Source: an optimization exercise on an open RTL-to-GDS flow (aim: small area, a short achievable clock period and few clock cycles per item). Production flows keep margins and buffers that such runs may drop.
Where RTL was checked, it was by simulation tests only, not by an equivalence proof against the original.

## sector_check
module sector_check (
    input  wire         clk,
    input  wire         rst,
    input  wire         in_valid,
    output wire         in_ready,
    input  wire [63:0]  in_data,
    input  wire         in_mode,
    output reg          out_valid,
    input  wire         out_ready,
    output reg  [127:0] out_data,
    output reg          out_zero
);
Size: ~200 I/O pins.
export LEC_CHECK = 0
export CAP_MARGIN = 20
export CORE_MARGIN = 2
export CORE_UTILIZATION = 40
export SETUP_SLACK_MARGIN = 5
export SLEW_MARGIN = 20
create_clock -name core_clock -period 10.0 [get_ports {clk}]
standard.sh (not shown) runs the stock make flow with config.mk's settings and CLKGATE_MAP_FILE= SYNTH_SCRIPT=/design/flow/synth_recipe.tcl, a recipe that flattens the netlist after the stock synthesis.
==> flow/flow/run.sh <==
#!/bin/bash
set -euo pipefail
bash standard.sh finish SETUP_SLACK_MARGIN=6.8 'BUFFER_PORTS_ARGS=-buffer_cell sky130_fd_sc_hd__buf_2' > orfs_flow.log 2>&1
The first run finished clean.
Testbench counts at the start, summed over its fixed seeds: cycles 11,038, items 320.
Change:
==> flow/flow/run.sh (replaced) <==
#!/bin/bash
set -euo pipefail
bash standard.sh finish SETUP_SLACK_MARGIN=6.6 'BUFFER_PORTS_ARGS=-buffer_cell sky130_fd_sc_hd__buf_2' > orfs_flow.log 2>&1
ABC_AREA = 1   (was default)
Cell area climbs by a few percent.
Clock-buffer cell count climbs by 3.
Change:
==> flow/flow/run.sh (replaced) <==
#!/bin/bash
set -euo pipefail
bash standard.sh finish SETUP_SLACK_MARGIN=6.6 > orfs_flow.log 2>&1
ABC_AREA = default   (was 1)
The new run completed without violations.
Global-route usage falls by 6.7 points.
Via count falls by 28%.
Final cell count falls by about 24%.


Setup of before:
sector_check again, from the RTL that the note above started with.
## sector_check
module sector_check (
    input  wire         clk,
    input  wire         rst,
    input  wire         in_valid,
    output wire         in_ready,
    input  wire [63:0]  in_data,
    input  wire         in_mode,
    output reg          out_valid,
    input  wire         out_ready,
    output reg  [127:0] out_data,
    output reg          out_zero
);
clock: 10.0 ns
lec_check: 0
cap_margin: 20
core_margin: 2
core_utilization: 40
setup_slack_margin: 5
slew_margin: 20
==> flow/flow/run.sh <==
#!/bin/bash
set -euo pipefail
bash standard.sh finish SETUP_SLACK_MARGIN=5.9 > orfs_flow.log 2>&1
Testbench counts of before, summed over its fixed seeds: cycles 11,038, items 320.
Changes in after relative to before:
==> flow/flow/run.sh <==
#!/bin/bash
set -euo pipefail
bash standard.sh finish SETUP_SLACK_MARGIN=6.45 'BUFFER_PORTS_ARGS=-buffer_cell sky130_fd_sc_hd__buf_2' > orfs_flow.log 2>&1
## What came out
Comparing after against before, there is no change at all in number of enable-type register cells in the synthesized netlist.
Cmp after vs before: area growth from synthesis to layout lower in after
Cmp after and before / met3 track demand over resource in global routing / lower: after
On final weighted congestion in routability-driven placement: after sits below before.
Re setup slack: after is 0.52 ns up on before.
Diff before -> after | wire length | down slightly
The higher met2 routed wirelength came out of after.


sector_check again, from the RTL that the note above started with.
export LEC_CHECK = 0
export CAP_MARGIN = 20
export CORE_MARGIN = 2
export CORE_UTILIZATION = 40
export SETUP_SLACK_MARGIN = 5
export SLEW_MARGIN = 20
create_clock -name core_clock -period 10.0 [get_ports {clk}]
==> flow/flow/run.sh <==
#!/bin/bash
set -euo pipefail
bash standard.sh finish SETUP_SLACK_MARGIN=6.6 'BUFFER_PORTS_ARGS=-buffer_cell sky130_fd_sc_hd__buf_2' > orfs_flow.log 2>&1
The first run completed with no timing, DRC or antenna violations.
Testbench counts at the start, summed over its fixed seeds: cycles 11,038, items 320.
Next try:
--- a/flow/config.mk
+++ b/flow/config.mk
@@ -9,3 +9,3 @@
 export CORE_MARGIN = 2
-export CORE_UTILIZATION = 40
+export CORE_UTILIZATION = 50
 export SETUP_SLACK_MARGIN = 5
Outcome: Clock-buffer cell count grows by 2; synthesized cell count stays the same; core utilization grows by 12 points.
Next try:
==> flow/flow/run.sh (replaced) <==
#!/bin/bash
set -euo pipefail
bash standard.sh finish SETUP_SLACK_MARGIN=6.3 > orfs_flow.log 2>&1
--- a/flow/config.mk
+++ b/flow/config.mk
@@ -9,3 +9,3 @@
 export CORE_MARGIN = 2
-export CORE_UTILIZATION = 50
+export CORE_UTILIZATION = 40
 export SETUP_SLACK_MARGIN = 5
Result: Worst setup slack loses 0.26 ns; wire length drops by about 0.6%.
Next try:
==> flow/flow/run.sh (replaced) <==
#!/bin/bash
set -euo pipefail
bash standard.sh finish SETUP_SLACK_MARGIN=6.6 'BUFFER_PORTS_ARGS=-buffer_cell sky130_fd_sc_hd__buf_2' > orfs_flow.log 2>&1
--- a/flow/config.mk
+++ b/flow/config.mk
@@ -10,2 +10,3 @@
 export CORE_UTILIZATION = 40
+export GPL_TIMING_DRIVEN = 1
 export SETUP_SLACK_MARGIN = 5
Effect: The changed run completed without violations. Non-clock buffer count goes up by 40. Synthesized area is unchanged. Routed wire length goes down by 1.3%. Fmax goes up by 8.7%.


Another version of the RTL of sector_check (not shown whole).
Size in the first run: roughly 3600 cells after synthesis, about 420 flip-flops, ~200 I/O pins, ~33000 um^2 of cells after synthesis.
// sector_check
module sector_check (
    input  wire         clk,
    input  wire         rst,
    input  wire         in_valid,
    output wire         in_ready,
    input  wire [63:0]  in_data,
    input  wire         in_mode,
    output reg          out_valid,
    input  wire         out_ready,
    output reg  [127:0] out_data,
    output reg          out_zero
);
    reg  [5:0] bc;         
    reg        tmode;      
    reg        efull;      
    reg        irdy;
    reg        first_r;    
    reg        msg_r;      
    reg        b32_r, b33_r, b34_r;
    reg  [4:0] fc;         
    reg        fmode;      
    reg        free_r;     
    reg        pad_r, conv_r, eval_r, copy_r, fin_r;
    reg  [5:0] act_r;
    assign in_ready = irdy;
    wire in_fire  = in_valid && irdy;
    wire cur_mode = first_r ? in_mode : tmode;
    wire last     = b34_r || (b32_r && !cur_mode);
    wire handoff  = efull && free_r && (!tmode || (in_fire && b34_r));
    wire [127:0] est;
    sc_encoder u_eng (
        .clk(clk), .step(in_fire && msg_r), .first(first_r),
        .sym4(in_data), .state(est)
    );
    wire [127:0] p;
    wire [15:0]  s;
    sc_syndrome u_fin (
        .clk(clk), .load(handoff), .din(est),
        .pad(pad_r), .sym(fmode ? out_data[15:0] : 16'h0000),
        .conv(conv_r), .act(act_r), .eval(eval_r),
        .p(p), .sum(s)
    );
    wire [63:0] rev_in = {in_data[15:0], in_data[31:16], in_data[47:32], in_data[63:48]};
    wire [5:0] bc_n    = in_fire ? (last ? 6'd0 : bc + 6'd1) : bc;
    wire       efull_n = (efull && !handoff) || (in_fire && b32_r);
  ...
clock: 10.0 ns
lec_check: 0
abc_clock_period_in_ps: 2500
cap_margin: 20
core_margin: 2
core_utilization: 40
setup_slack_margin: 5
slew_margin: 20
run.sh (not shown) runs the stock make flow with config.mk's settings and CLKGATE_MAP_FILE= SYNTH_SCRIPT=/design/flow/synth_recipe.tcl, a recipe that flattens the netlist after the stock synthesis.
Stock flow here: none of the scripts above is used.
The baseline completed without violations.
Edit:
--- a/flow/config.mk
+++ b/flow/config.mk
@@ -8 +7,0 @@
-export ABC_CLOCK_PERIOD_IN_PS = 2500
Maximum frequency is unchanged.
Cell count is unchanged.
Via count does not change.
Clock-buffer cell count stays the same.
Synthesized cell count stays the same.
Clock skew stays the same.
Setup slack stays the same.
Design area is unchanged.
Hold slack is unchanged.
Core utilization is unchanged.
No run of this note included a check of the RTL's function; only the layout flow was run.


job 101:
sector_check with an RTL version that a note above also has.
Size: ~3600 cells after synthesis, ~420 flip-flops, ~200 I/O pins, about 34000 um^2 of cells after synthesis.
==> flow/config.mk <==
export PLATFORM = sky130hd
export DESIGN_NAME = sector_check
export DESIGN_NICKNAME = sector_check
export VERILOG_FILES = /design/flow/design.v
export SDC_FILE = /design/flow/constraint.sdc
export NUM_CORES = 4
export LEC_CHECK = 0
export CAP_MARGIN = 20
export CORE_MARGIN = 2
export CORE_UTILIZATION = 55
export SETUP_SLACK_MARGIN = 5
export SLEW_MARGIN = 20
==> flow/constraint.sdc <==
create_clock -name core_clock -period 10.0 [get_ports {clk}]
set_input_delay 2.0000 -clock core_clock [delete_from_list [all_inputs] [get_ports {clk}]]
set_output_delay 2.0000 -clock core_clock [all_outputs]
set_load 0.01 [all_outputs]
standard.sh (not shown) runs the stock make flow with config.mk's settings and CLKGATE_MAP_FILE= SYNTH_SCRIPT=/design/flow/synth_recipe.tcl, a recipe that flattens the netlist after the stock synthesis.
==> flow/flow/run.sh <==
#!/bin/bash
set -euo pipefail
bash standard.sh finish SETUP_SLACK_MARGIN=6.6 > orfs_flow.log 2>&1
Job 101 ran to completion and came out clean on the timing, design-rule and antenna checks.
Testbench counts of job 101, summed over its fixed seeds: cycles 11,038, items 320.
[inputs] job 102 vs job 101
- CORE_UTILIZATION now 40, was 55
==> flow/flow/run.sh <==
#!/bin/bash
set -euo pipefail
bash standard.sh finish SETUP_SLACK_MARGIN=7 > orfs_flow.log 2>&1
## What came out
Job 102 vs. job 101: clock skew went up; clock buffer count saw an increase.
Maximum frequency across job 102 and job 101: no real change.
Job 102 reports a higher latest clock arrival within the worst-skew pair than job 101 does.
For job 102, the slowest stage cell on the critical path was sky130_fd_sc_hd__edfxtp_1, unlike job 101, where it was sky130_fd_sc_hd__clkdlybuf4s50_1.
Cell total after placement was higher in the run labelled job 102.
Summary — ratio of cells with drive above 1 in the final layout, job 102 relative to job 101: higher, by 12 points.


The RTL this note starts from:
==> flow/design.v <==
module sc_mulx #(parameter integer K = 1) (
    input  wire [15:0] a,
    output reg  [15:0] y
);
    integer i;
    always @* begin
        y = a;
        if (K >= 0) begin
            for (i = 0; i < K; i = i + 1)
                y = {y[14:0], 1'b0} ^ (y[15] ? 16'h100B : 16'h0000);
        end else begin
            for (i = 0; i < -K; i = i + 1)
                y = {1'b0, y[15:1]} ^ (y[0] ? 16'h8805 : 16'h0000);
        end
    end
endmodule
module sc_nstep (
    input  wire [127:0] c,
    input  wire [15:0]  f,
    input  wire         nb,
    output wire [127:0] n
);
    assign n[15:0] = c[15:0] ^ f;
    genvar k;
    generate
        for (k = 1; k < 7; k = k + 1) begin : g_k
            wire [15:0] m;
            sc_mulx #(.K(k)) u_m (.a(c[16*k +: 16]), .y(m));
            assign n[16*k +: 16] = m ^ (nb ? c[16*(k-1) +: 16] : 16'h0000);
        end
    endgenerate
    sc_mulx #(.K(7)) u_m7 (.a(c[127:112] ^ (nb ? c[111:96] : 16'h0000)), .y(n[127:112]));
endmodule
module sc_encoder (
    input  wire         clk,
    input  wire         step,      
    input  wire         first,     
    input  wire [63:0]  sym4,
    output reg  [127:0] state
);
    wire [127:0] a0 = state;
    wire [127:0] a1, a2, a3, a4;
    wire [127:0] b1, b2, b3, b4;
    sc_nstep u_a1 (.c(a0), .f(16'h0000), .nb(1'b1), .n(a1));
    sc_nstep u_a2 (.c(a1), .f(16'h0000), .nb(1'b1), .n(a2));
    sc_nstep u_a3 (.c(a2), .f(16'h0000), .nb(1'b1), .n(a3));
    sc_nstep u_a4 (.c(a3), .f(16'h0000), .nb(1'b1), .n(a4));
    sc_nstep u_b1 (.c(128'd0), .f(sym4[15:0]),  .nb(1'b1), .n(b1));
    sc_nstep u_b2 (.c(b1),     .f(sym4[31:16]), .nb(1'b1), .n(b2));
    sc_nstep u_b3 (.c(b2),     .f(sym4[47:32]), .nb(1'b1), .n(b3));
    sc_nstep u_b4 (.c(b3),     .f(sym4[63:48]), .nb(1'b1), .n(b4));
    always @(posedge clk)
        if (step)
            state <= (first ? 128'd0 : a4) ^ b4;
endmodule
module sc_syndrome (
    input  wire         clk,
    input  wire         load,       
    input  wire [127:0] din,
    input  wire         pad,        
    input  wire [15:0]  sym,
    input  wire         conv,       
    input  wire [5:0]   act,
    input  wire         eval,       
    output reg  [127:0] p,
    output wire [15:0]  sum         
);
    wire [127:0] ps;
    sc_nstep u_ps (.c(p), .f(pad ? sym : 16'h0000), .nb(pad), .n(ps));
    wire [127:0] pc;
    genvar i;
    generate
        for (i = 0; i < 8; i = i + 1) begin : g_c
            wire [15:0] up = (i < 7) ? p[16*(i+1) +: 16] : 16'h0000;
            wire [15:0] xa, za, ya;
            sc_mulx #(.K(1))     u_x (.a(p[16*i +: 16]), .y(xa));
            assign za = xa ^ up;
            sc_mulx #(.K(5 - i)) u_y (.a(za), .y(ya));
            if (i < 6) begin : g_in
                wire [15:0] yi;
                sc_mulx #(.K(-(i + 1))) u_i (.a(p[16*i +: 16]), .y(yi));
                assign pc[16*i +: 16] = act[i] ? ya : yi;
            end else begin : g_act
                assign pc[16*i +: 16] = ya;
            end
        end
    endgenerate
    assign sum = p[15:0] ^ p[31:16] ^ p[47:32] ^ p[63:48] ^
                 p[79:64] ^ p[95:80] ^ p[111:96] ^ p[127:112];
    always @(posedge clk) begin
        if (load)
            p <= din;
        else if (conv)
            p <= pc;
        else
            p <= ps;
    end
endmodule
module sector_check (
    input  wire         clk,
    input  wire         rst,
    input  wire         in_valid,
    output wire         in_ready,
    input  wire [63:0]  in_data,
    input  wire         in_mode,
    output reg          out_valid,
    input  wire         out_ready,
    output reg  [127:0] out_data,
    output reg          out_zero
);
    reg  [5:0] bc;         
    reg        tmode;      
    reg        efull;      
    reg        irdy;
    reg        first_r;    
    reg        msg_r;      
    reg        b32_r, b33_r, b34_r;
    reg  [4:0] fc;         
    reg        fmode;      
    reg        free_r;     
    reg        pad_r, conv_r, eval_r, copy_r, fin_r;
    reg        hand_r;     
    reg  [5:0] act_r;
    assign in_ready = irdy;
    wire in_fire  = in_valid && irdy;
    wire cur_mode = first_r ? in_mode : tmode;
    wire last     = b34_r || (b32_r && !cur_mode);
    wire handoff  = hand_r;
    wire [127:0] est;
    sc_encoder u_eng (
        .clk(clk), .step(in_fire && msg_r), .first(first_r),
        .sym4(in_data), .state(est)
    );
    wire [127:0] p;
    wire [15:0]  s;
    sc_syndrome u_fin (
        .clk(clk), .load(handoff), .din(est),
        .pad(pad_r), .sym(fmode ? out_data[15:0] : 16'h0000),
        .conv(conv_r), .act(act_r), .eval(eval_r),
        .p(p), .sum(s)
    );
    wire [63:0] rev_in = {in_data[15:0], in_data[31:16], in_data[47:32], in_data[63:48]};
    wire [5:0] bc_n    = in_fire ? (last ? 6'd0 : bc + 6'd1) : bc;
    wire       efull_n = (efull && !handoff) || (in_fire && b32_r);
    wire [4:0] fc_n    = handoff ? 5'd1 :
                         (fc == 5'd0 || fin_r) ? 5'd0 : fc + 5'd1;
    wire       fmode_n = handoff ? tmode : fmode;
    wire       ov_n    = fin_r || (out_valid && !out_ready);
    wire       free_n  = (fc_n == 5'd0) && !ov_n;
    wire       hand_n  = efull_n && !handoff &&
                         (tmode ? (in_fire && b34_r) : free_n);
    always @(posedge clk) begin
        if (rst) begin
            bc        <= 6'd0;
            efull     <= 1'b0;
            irdy      <= 1'b1;
            fc        <= 5'd0;
            out_valid <= 1'b0;
            free_r    <= 1'b1;
            hand_r    <= 1'b0;
            first_r   <= 1'b1;
            msg_r     <= 1'b1;
            b32_r     <= 1'b0;
            b33_r     <= 1'b0;
            b34_r     <= 1'b0;
            pad_r     <= 1'b0;
            conv_r    <= 1'b0;
            eval_r    <= 1'b0;
            copy_r    <= 1'b0;
            fin_r     <= 1'b0;
        end else begin
            bc        <= bc_n;
            efull     <= efull_n;
            irdy      <= !efull_n || free_n;
            fc        <= fc_n;
            out_valid <= ov_n;
            free_r    <= free_n;
            hand_r    <= hand_n;
            first_r   <= (bc_n == 6'd0);
            msg_r     <= (bc_n < 6'd33);
            b32_r     <= (bc_n == 6'd32);
            b33_r     <= (bc_n == 6'd33);
            b34_r     <= (bc_n == 6'd34);
            pad_r     <= (fc_n != 5'd0) && (fc_n <= 5'd8);
            conv_r    <= (fc_n >= 5'd9) && (fc_n <= 5'd15);
            eval_r    <= fmode_n && (fc_n >= 5'd16);
            copy_r    <= !fmode_n && (fc_n == 5'd16);
            fin_r     <= (!fmode_n && fc_n == 5'd16) || (fc_n == 5'd23);
        end
    end
    integer i;
    always @(posedge clk) begin
        if (in_fire && first_r)
            tmode <= in_mode;
        fmode <= fmode_n;
        for (i = 0; i < 6; i = i + 1)
            act_r[i] <= (fc_n >= 5'd15 - i);
    end
    always @(posedge clk) begin
        if (in_fire && b33_r)
            out_data[127:64] <= rev_in;
        else if (in_fire && b34_r)
            out_data[63:0] <= rev_in;
        else if (copy_r)
            out_data <= p;
        else if ((pad_r && fmode) || eval_r)
            out_data <= {s, out_data[127:16]};
    end
    always @(posedge clk) begin
        if (copy_r)
            out_zero <= (p == 128'd0);
        else if (eval_r)
            out_zero <= (fc == 5'd16 || out_zero) && (s == 16'h0000);
    end
endmodule
==> flow/config.mk <==
export PLATFORM = sky130hd
export DESIGN_NAME = sector_check
export DESIGN_NICKNAME = sector_check
export VERILOG_FILES = /design/flow/design.v
export SDC_FILE = /design/flow/constraint.sdc
export NUM_CORES = 4
export LEC_CHECK = 0
export CAP_MARGIN = 20
export CORE_MARGIN = 2
export CORE_UTILIZATION = 40
export SETUP_SLACK_MARGIN = 5
export SLEW_MARGIN = 20
==> flow/constraint.sdc <==
create_clock -name core_clock -period 10.0 [get_ports {clk}]
set_input_delay 2.0000 -clock core_clock [delete_from_list [all_inputs] [get_ports {clk}]]
set_output_delay 2.0000 -clock core_clock [all_outputs]
set_load 0.01 [all_outputs]
run.sh (not shown) runs the stock make flow with config.mk's settings and CLKGATE_MAP_FILE= SYNTH_SCRIPT=/design/flow/synth_recipe.tcl, a recipe that flattens the netlist after the stock synthesis.
Stock flow here: none of the scripts above is used.
Next try:
==> flow/flow/run.sh (new file) <==
#!/bin/bash
set -euo pipefail
bash standard.sh finish SETUP_SLACK_MARGIN=7 > orfs_flow.log 2>&1
==> flow/standard.sh (new file) <==
#!/bin/bash
# synth_recipe.tcl (not shown) runs the flow's synth.tcl, then flattens the netlist and writes it again
# the make line also repeats each setting of config.mk as NAME=value (left out here)
make -C /OpenROAD-flow-scripts/flow DESIGN_CONFIG=/design/flow/config.mk WORK_HOME=/design/flow/orfs CLKGATE_MAP_FILE= SYNTH_SCRIPT=/design/flow/synth_recipe.tcl "${@:-finish}"
removed: flow/run.sh
Worst setup slack gains 0.73 ns. Final cell count went up by a little under a tenth. Final area went up by roughly a tenth.
Function was not checked in any run of this note: the RTL went through the layout flow alone.

[port drivers added, routing unchanged]
No port has a modelled driver above. Below, the same layouts with a new extraction and two added sets of constraints. Step 1 (the two cells are an assumption about what drives the block):
set clk [get_ports {clk}]
set_driving_cell -lib_cell sky130_fd_sc_hd__clkbuf_16 $clk
set_driving_cell -lib_cell sky130_fd_sc_hd__buf_2 [delete_from_list [all_inputs] $clk]
Step 2 adds t to the input delays and takes it off the output delays; t is the mean of the earliest and latest rising clock arrival at the registers after step 1. Input paths then give back, and output paths get back, about the clock's delay inside the block. Slacks: no drivers / after step 1 / after step 2; pairs: no drivers / after step 1.
run	t (ns)	slack for setup (ns)	cell pins on the clock port's net
the first run of note 1	0.705	6.691 / 6.620 / 6.134	1
the second run of note 1	0.710	6.562 / 6.495 / 5.951	1
the third run of note 1	0.684	6.585 / 6.530 / 5.954	1
before	0.682	5.923 / 5.971 / 5.288	1
after	0.704	6.439 / 6.414 / 5.834	1
the first run of note 3	0.688	6.569 / 6.496 / 5.994	1
the second run of note 3	0.686	6.525 / 6.518 / 5.909	1
the third run of note 3	0.692	6.270 / 6.212 / 5.627	1
the fourth run of note 3	0.688	6.569 / 6.496 / 5.994	1
the first run of note 4	0.685	5.350 / 5.374 / 4.688	1
the second run of note 4	0.685	5.350 / 5.374 / 4.688	1
job 101	0.675	6.535 / 6.522 / 5.904	1
job 102	0.694	6.532 / 6.464 / 6.270	1
the first run of note 6	0.684	5.715 / 5.715 / 5.176	1
the second run of note 6	0.678	6.441 / 6.441 / 6.306	1
After both steps setup and hold are still met in every run listed.
